From an optimization exercise on the open Yosys and OpenROAD flow, aimed at small area and a short achievable clock period; shortcuts taken in it are not production practice. In this exercise RTL edits were held to simulation tests only and were not proved equivalent to the original.

--- design/flow/run.sh ---
#!/bin/bash
# synth_recipe.tcl (not shown) runs the flow's synth.tcl, then flattens the netlist and writes it again
# the make line also repeats each setting of config.mk as NAME=value (left out here)
make -C /OpenROAD-flow-scripts/flow DESIGN_CONFIG=/design/flow/config.mk WORK_HOME=/design/flow/orfs CLKGATE_MAP_FILE= SYNTH_SCRIPT=/design/flow/synth_recipe.tcl finish
--- design/flow/config.mk ---
export PLATFORM = sky130hd
export DESIGN_NAME = filter_chain
export DESIGN_NICKNAME = filter_chain
export VERILOG_FILES = /design/flow/design.v
export SDC_FILE = /design/flow/constraint.sdc
export NUM_CORES = 4
export LEC_CHECK = 0
export CAP_MARGIN = 20
export CORE_MARGIN = 2
export CORE_UTILIZATION = 40
export SLEW_MARGIN = 20
--- design/flow/constraint.sdc ---
create_clock -name core_clock -period 20.0 [get_ports {clk}]
set_input_delay 4.0000 -clock core_clock [delete_from_list [all_inputs] [get_ports {clk}]]
set_output_delay 4.0000 -clock core_clock [all_outputs]
set_load 0.01 [all_outputs]
--- design/flow/design.v ---
module filter_chain (
    input  wire        clk,
    input  wire        rst,
    input  wire        cfg_lane,         
    input  wire [2:0]  cfg_cic_order,    
    input  wire [12:0] cfg_cic_decim,    
    input  wire [5:0]  cfg_cic_shift,    
    input  wire [4:0]  cfg_fir_decim,    
    input  wire [5:0]  cfg_fir_taps,     
    input  wire [5:0]  cfg_fir_shift,    
    input  wire        cfg_dcb_en,
    input  wire [4:0]  cfg_dcb_k,        
    input  wire        coef_we,
    input  wire [4:0]  coef_addr,
    input  wire [23:0] coef_data,
    input  wire        start,
    output reg         running,
    input  wire        in_valid,
    input  wire        in_bit,
    input  wire [13:0] in_sample,
    output reg         out_valid,
    output reg  [23:0] out_data,
    output reg         out_ovf,
    output reg         out_settle,
    output reg         out_frozen
);
    localparam W = 62;    
    reg  [2:0]  r_order;
    reg  [12:0] r_decim;
    reg  [5:0]  r_cshift;
    reg  [4:0]  r_fdecim;
    reg  [5:0]  r_taps;
    reg  [5:0]  r_fshift;
    reg         r_dcb_en;
    reg  [4:0]  r_dcb_k;
    always @(posedge clk) begin
        r_order  <= cfg_cic_order;
        r_decim  <= cfg_cic_decim;
        r_cshift <= cfg_cic_shift;
        r_fdecim <= cfg_fir_decim;
        r_taps   <= cfg_fir_taps;
        r_fshift <= cfg_fir_shift;
        r_dcb_en <= cfg_dcb_en;
        r_dcb_k  <= cfg_dcb_k;
    end
    reg  [12:0] d_decim_m1;     
    reg  [3:0]  d_fdecim_m1;    
    reg  [4:0]  d_taps_m1;      
    reg  [5:0]  d_taps;         
    reg  [2:0]  d_ipass;        
    reg  [3:0]  d_cact;         
    reg  [6:0]  d_span;         
    always @(posedge clk) begin
        d_decim_m1  <= r_decim - 13'd1;
        d_fdecim_m1 <= r_fdecim[3:0] - 4'd1;
        d_taps_m1   <= r_taps[4:0] - 5'd1;
        d_taps      <= r_taps;
        d_ipass[0]  <= r_order < 3'd4;
        d_ipass[1]  <= r_order < 3'd3;
        d_ipass[2]  <= r_order < 3'd2;
        d_cact[0]   <= 1'b1;
        d_cact[1]   <= r_order > 3'd1;
        d_cact[2]   <= r_order > 3'd2;
        d_cact[3]   <= r_order > 3'd3;
        d_span      <= {4'd0, r_order} + {1'b0, r_taps} + (r_dcb_en ? {2'd0, r_fdecim} : 7'd0);
    end
    reg clr;    
    always @(posedge clk) begin
        if (rst) begin
            running <= 1'b0;
            clr     <= 1'b0;
        end else begin
            clr <= start && !running;
            if (start && !running)
                running <= 1'b1;
        end
    end
    reg        v0;
    reg [13:0] x0;
    always @(posedge clk) begin
        if (rst)
            v0 <= 1'b0;
        else
            v0 <= running && in_valid;
        x0 <= cfg_lane ? in_sample : (in_bit ? 14'd1 : 14'h3fff);
    end
    reg  [W-1:0] i0, i1, i2, i3;
    reg          v1, v2, v3;
    reg  [12:0]  dcnt;
    reg          f1, f2, f3, f4, f5, f6;
    wire         f0 = v0 && (dcnt == d_decim_m1);
    wire [W-1:0] x0e = {{(W-14){x0[13]}}, x0};
    always @(posedge clk) begin
        if (rst) begin
            v1 <= 1'b0; v2 <= 1'b0; v3 <= 1'b0;
            f1 <= 1'b0; f2 <= 1'b0; f3 <= 1'b0; f4 <= 1'b0; f5 <= 1'b0; f6 <= 1'b0;
        end else begin
            v1 <= v0; v2 <= v1; v3 <= v2;
            f1 <= f0; f2 <= f1; f3 <= f2; f4 <= f3; f5 <= f4; f6 <= f5;
        end
    end
    always @(posedge clk) begin
        if (clr) begin
            i0 <= {W{1'b0}};
            i1 <= {W{1'b0}};
            i2 <= {W{1'b0}};
            i3 <= {W{1'b0}};
            dcnt <= 13'd0;
        end else begin
            if (v0) begin
                i0   <= (d_ipass[0] ? {W{1'b0}} : i0) + x0e;
                dcnt <= f0 ? 13'd0 : dcnt + 13'd1;
            end
            if (v1) i1 <= (d_ipass[1] ? {W{1'b0}} : i1) + i0;
            if (v2) i2 <= (d_ipass[2] ? {W{1'b0}} : i2) + i1;
            if (v3) i3 <= i3 + i2;
        end
    end
    reg  [W-1:0] cd0, cd1, cd2, cd3;    
    reg  [W-1:0] p1, p3;                
    wire [W-1:0] s0 = d_cact[0] ? cd0 : {W{1'b0}};
    wire [W-1:0] s1 = d_cact[1] ? cd1 : {W{1'b0}};
    wire [W-1:0] s2 = d_cact[2] ? cd2 : {W{1'b0}};
    wire [W-1:0] s3 = d_cact[3] ? cd3 : {W{1'b0}};
    wire [W-1:0] y0 = i3 - s0;
    wire [W-1:0] y1 = i3 - s0 - s1;
    wire [W-1:0] y2 = p1 - s2;
    wire [W-1:0] y3 = p1 - s2 - s3;
    always @(posedge clk) begin
        p1 <= y1;
        p3 <= y3;
        if (clr) begin
            cd0 <= {W{1'b0}};
            cd1 <= {W{1'b0}};
            cd2 <= {W{1'b0}};
            cd3 <= {W{1'b0}};
        end else begin
            if (f4) begin
                cd0 <= i3;
                cd1 <= y0;
            end
            if (f5) begin
                cd2 <= p1;
                cd3 <= y2;
            end
        end
    end
    wire [W:0] cv2 = {p3, 1'b0};
    wire [W:0] ceq = ~(cv2 ^ {(W+1){cv2[W]}});
    reg  [W+1:0] csuf;    
    integer cs_i;
    always @(*) begin
        csuf[W+1] = 1'b1;
        for (cs_i = W; cs_i >= 0; cs_i = cs_i - 1)
            csuf[cs_i] = csuf[cs_i + 1] & ceq[cs_i];
    end
    wire [6:0] cfit_at = 7'd25 + {1'b0, r_cshift};
    wire       cfit = (cfit_at > W) ? 1'b1 : csuf[cfit_at];
    wire [W:0] cw = $signed(cv2) >>> r_cshift;
    reg        cr_fit, cr_sgn;
    reg [25:0] cr_w;
    reg        cw_v;           
    always @(posedge clk) begin
        if (f6) begin
            cr_fit <= cfit;
            cr_sgn <= p3[W-1];
            cr_w   <= cw[25:0];
        end
    end
    wire [26:0] cr_sum = {cr_w[25], cr_w} + 27'd1;
    wire [25:0] cr_r   = cr_sum[26:1];
    wire        cr_hi  = cr_fit ? (!cr_r[25] && cr_r[24:23] != 2'b00) : !cr_sgn;
    wire        cr_lo  = cr_fit ? ( cr_r[25] && cr_r[24:23] != 2'b11) :  cr_sgn;
    wire [24:0] cic_x  = {cr_hi | cr_lo,
                          cr_hi ? 24'h7fffff : cr_lo ? 24'h800000 : cr_r[23:0]};
    reg  [24:0] ring [0:32];
    reg  [5:0]  hd;            
    reg  [24:0] pb;            
    reg         pb_v;
    reg  [6:0]  seen;          
    reg  [3:0]  fcnt;
    wire        opp  = (hd == {1'b0, d_taps_m1});    
    wire        ins  = (pb_v || cw_v) && opp;
    wire [24:0] isrc = pb_v ? pb : cic_x;
    wire        mfire = ins && (fcnt == d_fdecim_m1);
    wire [5:0]  hd_n = (ins || clr || hd >= d_taps) ? 6'd0 : hd + 6'd1;
    wire [6:0]  seen_n = (ins && seen != 7'd127) ? seen + 7'd1 : seen;
    integer ri;
    always @(posedge clk) begin
        ring[0] <= ins ? isrc : ring[d_taps];
        for (ri = 1; ri < 33; ri = ri + 1)
            ring[ri] <= ring[ri-1];
        hd <= hd_n;
    end
    always @(posedge clk) begin
        if (rst) begin
            cw_v <= 1'b0;
            pb_v <= 1'b0;
        end else begin
            if (f6 && cw_v && !(ins && !pb_v)) begin
                pb   <= cic_x;
                pb_v <= 1'b1;
            end else if (ins && pb_v)
                pb_v <= 1'b0;
            if (f6)
                cw_v <= 1'b1;
            else if (ins && !pb_v)
                cw_v <= 1'b0;
        end
    end
    always @(posedge clk) begin
        if (clr) begin
            seen <= 7'd0;
            fcnt <= 4'd0;
        end else begin
            seen <= seen_n;
            if (ins)
                fcnt <= (fcnt == d_fdecim_m1) ? 4'd0 : fcnt + 4'd1;
        end
    end
    reg [23:0] coef [0:31];
    always @(posedge clk) begin
        if (coef_we && !running)
            coef[coef_addr] <= coef_data;
    end
    reg  [23:0] cq;            
    reg         mact;          
    reg         msettle;
    always @(posedge clk) begin
        cq <= (hd_n < seen_n) ? coef[hd_n[4:0]] : 24'd0;
        if (rst)
            mact <= 1'b0;
        else if (ins)
            mact <= mfire;
        else if (hd == {1'b0, d_taps_m1})
            mact <= 1'b0;
        if (ins && mfire)
            msettle <= seen_n < d_span;
    end
    wire        hd_first = (hd == 6'd0);
    wire        hd_last  = (hd == {1'b0, d_taps_m1});
    reg  signed [47:0] prod;
    reg         pa, pfirst, plast, povf, psettle;
    always @(posedge clk) begin
        prod <= $signed(ring[0][23:0]) * $signed(cq);
        if (rst)
            pa <= 1'b0;
        else
            pa <= mact;
        pfirst  <= hd_first;
        plast   <= hd_last;
        povf    <= ring[0][24] && (hd < seen);
        psettle <= msettle;
    end
    reg  signed [47:0] acc;
    reg         aovf, asettle, adone;
    wire signed [47:0] acc_in = pfirst ? 48'sd0 : acc;
    wire signed [48:0] acc_sum = {acc_in[47], acc_in} + {prod[47], prod};
    wire acc_hi = (acc_sum[48:47] == 2'b01);
    wire acc_lo = (acc_sum[48:47] == 2'b10);
    always @(posedge clk) begin
        if (pa) begin
            acc  <= acc_hi ? {1'b0, {47{1'b1}}} : acc_lo ? {1'b1, {47{1'b0}}} : acc_sum[47:0];
            aovf <= (pfirst ? 1'b0 : aovf) | povf | acc_hi | acc_lo;
        end
        if (pa && plast)
            asettle <= psettle;
        if (rst)
            adone <= 1'b0;
        else
            adone <= pa && plast;
    end
    wire [48:0] fv2 = {acc, 1'b0};
    wire [48:0] feq = ~(fv2 ^ {49{fv2[48]}});
    reg  [49:0] fsuf;
    integer fs_i;
    always @(*) begin
        fsuf[49] = 1'b1;
        for (fs_i = 48; fs_i >= 0; fs_i = fs_i - 1)
            fsuf[fs_i] = fsuf[fs_i + 1] & feq[fs_i];
    end
    wire [6:0]  ffit_at = 7'd25 + {1'b0, r_fshift};
    wire        ffit = (ffit_at > 7'd48) ? 1'b1 : fsuf[ffit_at];
    wire [48:0] fw = $signed(fv2) >>> r_fshift;
    reg         fr_v, fr_fit, fr_sgn, fr_ovf, fr_settle;
    reg  [25:0] fr_w;
    always @(posedge clk) begin
        if (rst)
            fr_v <= 1'b0;
        else
            fr_v <= adone;
        if (adone) begin
            fr_fit    <= ffit;
            fr_sgn    <= acc[47];
            fr_w      <= fw[25:0];
            fr_ovf    <= aovf;
            fr_settle <= asettle;
        end
    end
    wire [26:0] fr_sum = {fr_w[25], fr_w} + 27'd1;
    wire [25:0] fr_r   = fr_sum[26:1];
    wire        fr_hi  = fr_fit ? (!fr_r[25] && fr_r[24:23] != 2'b00) : !fr_sgn;
    wire        fr_lo  = fr_fit ? ( fr_r[25] && fr_r[24:23] != 2'b11) :  fr_sgn;
    reg         fv;
    reg  [23:0] fy;
    reg         fy_ovf, fy_settle;
    always @(posedge clk) begin
        if (rst)
            fv <= 1'b0;
        else
            fv <= fr_v;
        if (fr_v) begin
            fy        <= fr_hi ? 24'h7fffff : fr_lo ? 24'h800000 : fr_r[23:0];
            fy_ovf    <= fr_ovf | fr_hi | fr_lo;
            fy_settle <= fr_settle;
        end
    end
    reg  [47:0] dm;
    wire [25:0] dd = {{2{fy[23]}}, fy} + {{2{~dm[47]}}, ~dm[47:24]} + {25'd0, ~dm[23]};
    wire        dd_hi = !dd[25] && dd[24:23] != 2'b00;
    wire        dd_lo =  dd[25] && dd[24:23] != 2'b11;
    wire [47:0] dm_sh = $signed(dm) >>> r_dcb_k;
    wire [47:0] dx_sh = {{24{fy[23]}}, fy} << (5'd24 - r_dcb_k);
    reg  [20:0] dlow;    
    integer dl_i;
    always @(*) begin
        dlow[0] = 1'b1;
        for (dl_i = 1; dl_i < 21; dl_i = dl_i + 1)
            dlow[dl_i] = dlow[dl_i - 1] & !dm[dl_i - 1];
    end
    wire        dz = dlow[r_dcb_k];
    wire [47:0] dm_nxt = dm + ~dm_sh + dx_sh + {47'd0, dz};
    always @(posedge clk) begin
        if (clr)
            dm <= 48'd0;
        else if (fv && !fy_ovf)
            dm <= dm_nxt;
        if (rst)
            out_valid <= 1'b0;
        else
            out_valid <= fv;
        if (fv) begin
            out_settle <= fy_settle;
            if (r_dcb_en) begin
                out_data   <= dd_hi ? 24'h7fffff : dd_lo ? 24'h800000 : dd[23:0];
                out_ovf    <= fy_ovf | dd_hi | dd_lo;
                out_frozen <= fy_ovf;
            end else begin
                out_data   <= fy;
                out_ovf    <= fy_ovf;
                out_frozen <= 1'b0;
            end
        end
    end
endmodule
==> results.py <==
metrics = {
    "drt": {
        "first_iter_violations": 8596,
        "drt-vias-per-instance": 5.525,
        "drc": 0,
        "vias": 116500,
        "wl_um": 434400,
        "detail-route-antenna-nets": 0,
        "drtPass1Iterations": 6,
        "wl_per_cell_um": 20.60,
    },
    "critical_path": {
        "crit_chain": "nand2_1, inv_1, fa_1, fa_1, fa_1, inv_1, fa_1, fa_1, fa_1, inv_1, fa_1, ha_1, nand3_1, nor4_1, nand3_1, a41oi_1, o41ai_1, or2_2, o21ai_0, o21ai_0, xnor2_1",
        "regToRegStartpoint": "cq[0]",
        "cpMostUsedCell": "fa_1",
        "startpoint_type": "register",
        "r2r_slack_ps": 11920,
        "worstSetupPathType": "register to register",
        "worstRegToRegCells": 21,
        "path_max_fanout": 24,
        "arrival_ps": 8800,
        "rr_endpoint": "prod[46]",
        "worst_path_largest_cell_delay_ps": 900,
        "worstSetupEndpointType": "register",
        "cp_slowest_cell": "dfxtp_1",
        "required_ps": 20720,
        "worstPathBufferInverterCount": 3,
        "critical_path.top_delay_family": "adder cells",
    },
    "synthesis": {
        "ys_ff_latch": 2674,
        "synth_xor_area_share_pct": 3.776,
        "yosys.area_share.simple_pct": 12.97,
        "synth_top_family_by_area": "compound AO/OA/AOI/OAI gates",
        "ys.warnings.count": 2,
        "syn_area_um2": 157000,
        "yosys-top-cells-count": "1,694 x dfxtp_1, 1,481 x nand2_1, 1,125 x nor2_1",
        "synth_top_cell_area_share_pct": 21.61,
        "synthesis.nets": 17370,
        "yosysTopAreaCell": "dfxtp_1",
        "synth_top_flop_cell": "dfxtp_1",
        "yosysUniqueCellTypes": 104,
        "yosysSeqAreaShare_pct": 40.35,
        "synth-edff-count": 980,
        "postSynthAreaPerCell_um2": 9.918,
        "synth_adder_area_share_pct": 14.84,
        "synth-compound-area-share_pct": 16.52,
        "async_flop_share_pct": 0,
        "synth_area_leaders": "dfxtp_1 22%, edfxtp_1 19%, fa_1 8.5%",
        "yosys-mux-area-fraction_pct": 7.238,
        "netlist_instances": 15830,
        "synth_most_common_cell": "dfxtp_1",
    },
    "clock_network": {
        "cts_setup_buffers": 0,
        "clkTransAtPathRegs_ps": 60,
        "cts_root_buf": "clkbuf_16",
        "cts_buffers": 299,
        "insertion_delay_ps": 920,
        "clock_sinks": 2674,
        "cts_tree": "yes",
        "max-clock-path-buffers": 4,
        "holdBufCountCts": 0,
        "cts-resized-gates": 0,
        "htree_num_levels": 5,
    },
    "sta": {
        "tightest_slew_ps": 1210,
        "maxSlewViolCount": 0,
        "hold_violations": 0,
        "max_freq_ghz": 0.1238,
        "period_needed_ps": 8076,
        "rsz0062_at_grt": "no",
        "fin_skew_ps": 84.32,
        "whs_ps": 296.4,
        "setup_viol_count_final": 0,
        "period_share_pct": 40.38,
        "worst_slack_ps": 11920,
        "slew-limit-headroom_pct": 19.05,
        "tns_ps": 0,
    },
    "place": {
        "io_buffer_count": 123,
        "dp.final_hpwl_um": 303500,
        "globalplace.congestion": 0.8968,
        "place_inst": 20510,
        "dpl_cell_area_um2": 163400,
        "dp_slack_ps": 12000,
    },
    "finish": {
        "drive_above_1_share_pct": 7.356,
        "fin_util_pct": 44.23,
        "final_cells": 21090,
        "num-nets-final": 17140,
        "syn_to_final_growth_pct": 10.36,
        "nFillCells": 37200,
        "final_area_um2": 173200,
    },
    "worst_hold_path": {
        "hp-class": "register to register",
        "worstHoldEndpoint": "ring[15][15]",
        "hp-start": "ring[14][15]",
        "holdPathStages": 0,
    },
    "job": {
        "max_cap_violations": 0,
    },
    "floorplanning": {
        "num_rows": 230,
        "core-area_um2": 391700,
        "dieArea_um2": 397400,
        "pin_count": 124,
        "die_h_um": 630.4,
        "initial_core_util_pct": 40.08,
        "fp.dieW_um": 630.4,
    },
    "outcome": {
        "outcome": "finished clean",
    },
    "global_routing": {
        "grt_max_degree": 139,
        "antenna_found_initial": 36,
        "gr-usage-all-layers_pct": 21.32,
        "gr-total-overflow": 0,
        "grt_pass1_wl_um": 676300,
        "grt_pass1_vias": 114900,
    },
}
final cells by class:
class	instances	area, um^2	area share, %
flip-flops and latches	2674	63400	36.60
repair buffers	331	2770	1.599
well taps	5220	6531	3.770
inverters	918	3452	1.993
diodes	42	105.1	0.06067
clock inverters	135	1346	0.7772
multi-input cells	11370	87240	50.36
clock buffers	396	8387	4.841
worst max-delay path by stage:
stage | startpoint | endpoint | slack, ps | depth (start not counted)
floorplan | ring[0][23] | prod[46] | 13120 | 24
global placement | cq[3] | prod[45] | 11980 | 22
detailed placement | ring[0][12] | prod[45] | 12000 | 22
CTS | ring[0][12] | prod[45] | 11890 | 22
global route | cq[0] | prod[46] | 11460 | 21
finish | cq[0] | prod[46] | 11920 | 21
layer usage:
metal  part of all wire, %  routed length (um)  vias to the layer above  global-route usage [%]
met5                0.0094                  41                        -                       0
met4                   3.4               14590                        6                   7.011
met3                   4.9               21190                      733                   2.203
met2                    46              199900                     3071                   35.04
met1                    46              198700                    56420                   29.36
li1                      -                   -                    56270                       -
placed cells by master, fill, tap and decap left out, drive strengths merged, types with 667 or more instances in the layout:
master,instances
nand2,1483
o21ai,776
mux2i,667
edfxtp,980
ha,782
a21oi,1027
dfxtp,1694
inv,927
fa,670
nor2,1125
flip-flops by register name, summed over array words and instances (netlist names), 48 cells and up:
| signal | cells |
|---|---|
| ring | 825 |
| coef | 768 |
| cd0 | 62 |
| cd1 | 62 |
| cd2 | 62 |
| cd3 | 62 |
| i0 | 62 |
| i1 | 62 |
| i2 | 62 |
| i3 | 62 |
| p1 | 62 |
| p3 | 62 |
| acc | 48 |
| dm | 48 |
| prod | 48 |
cell families after synthesis:
group | after synthesis
simple gates | 4347
compound gates | 3941
xor+xnor | 675
mux | 944
fa+ha+maj | 1462
buf+inv | 1783
flops | 2674

[static timing again, ports no longer ideal]
How much do the figures lean on ideal ports? The routed layout below was timed once more, with nothing changed but the port constraints. Step 1 sets driving cells, clkbuf_16 on the clock port and buf_2 on the other inputs (assumed; they add their load-dependent delay and slew). Step 2 adds t to the input delays and takes it off the output delays; t is the mean of the earliest and latest rising clock arrival at the registers after step 1. Input paths then give back, and output paths get back, about the clock's delay inside the block. Slacks: ideal ports / drivers / drivers and shift; pairs: ideal ports / drivers.
t, ns: 0.988
slack for setup (ns): 11.924 / 11.924 / 11.924
hold WS [ns]: 0.296 / 0.296 / 0.296
worst slew at a driven data input, ns: 0.17
cell pins on the clock port's net: 1
After both steps setup and hold are still met in this run. For this run, drivers alone change the setup slack by 0.000 ns; drivers and shift together by 0.000 ns.
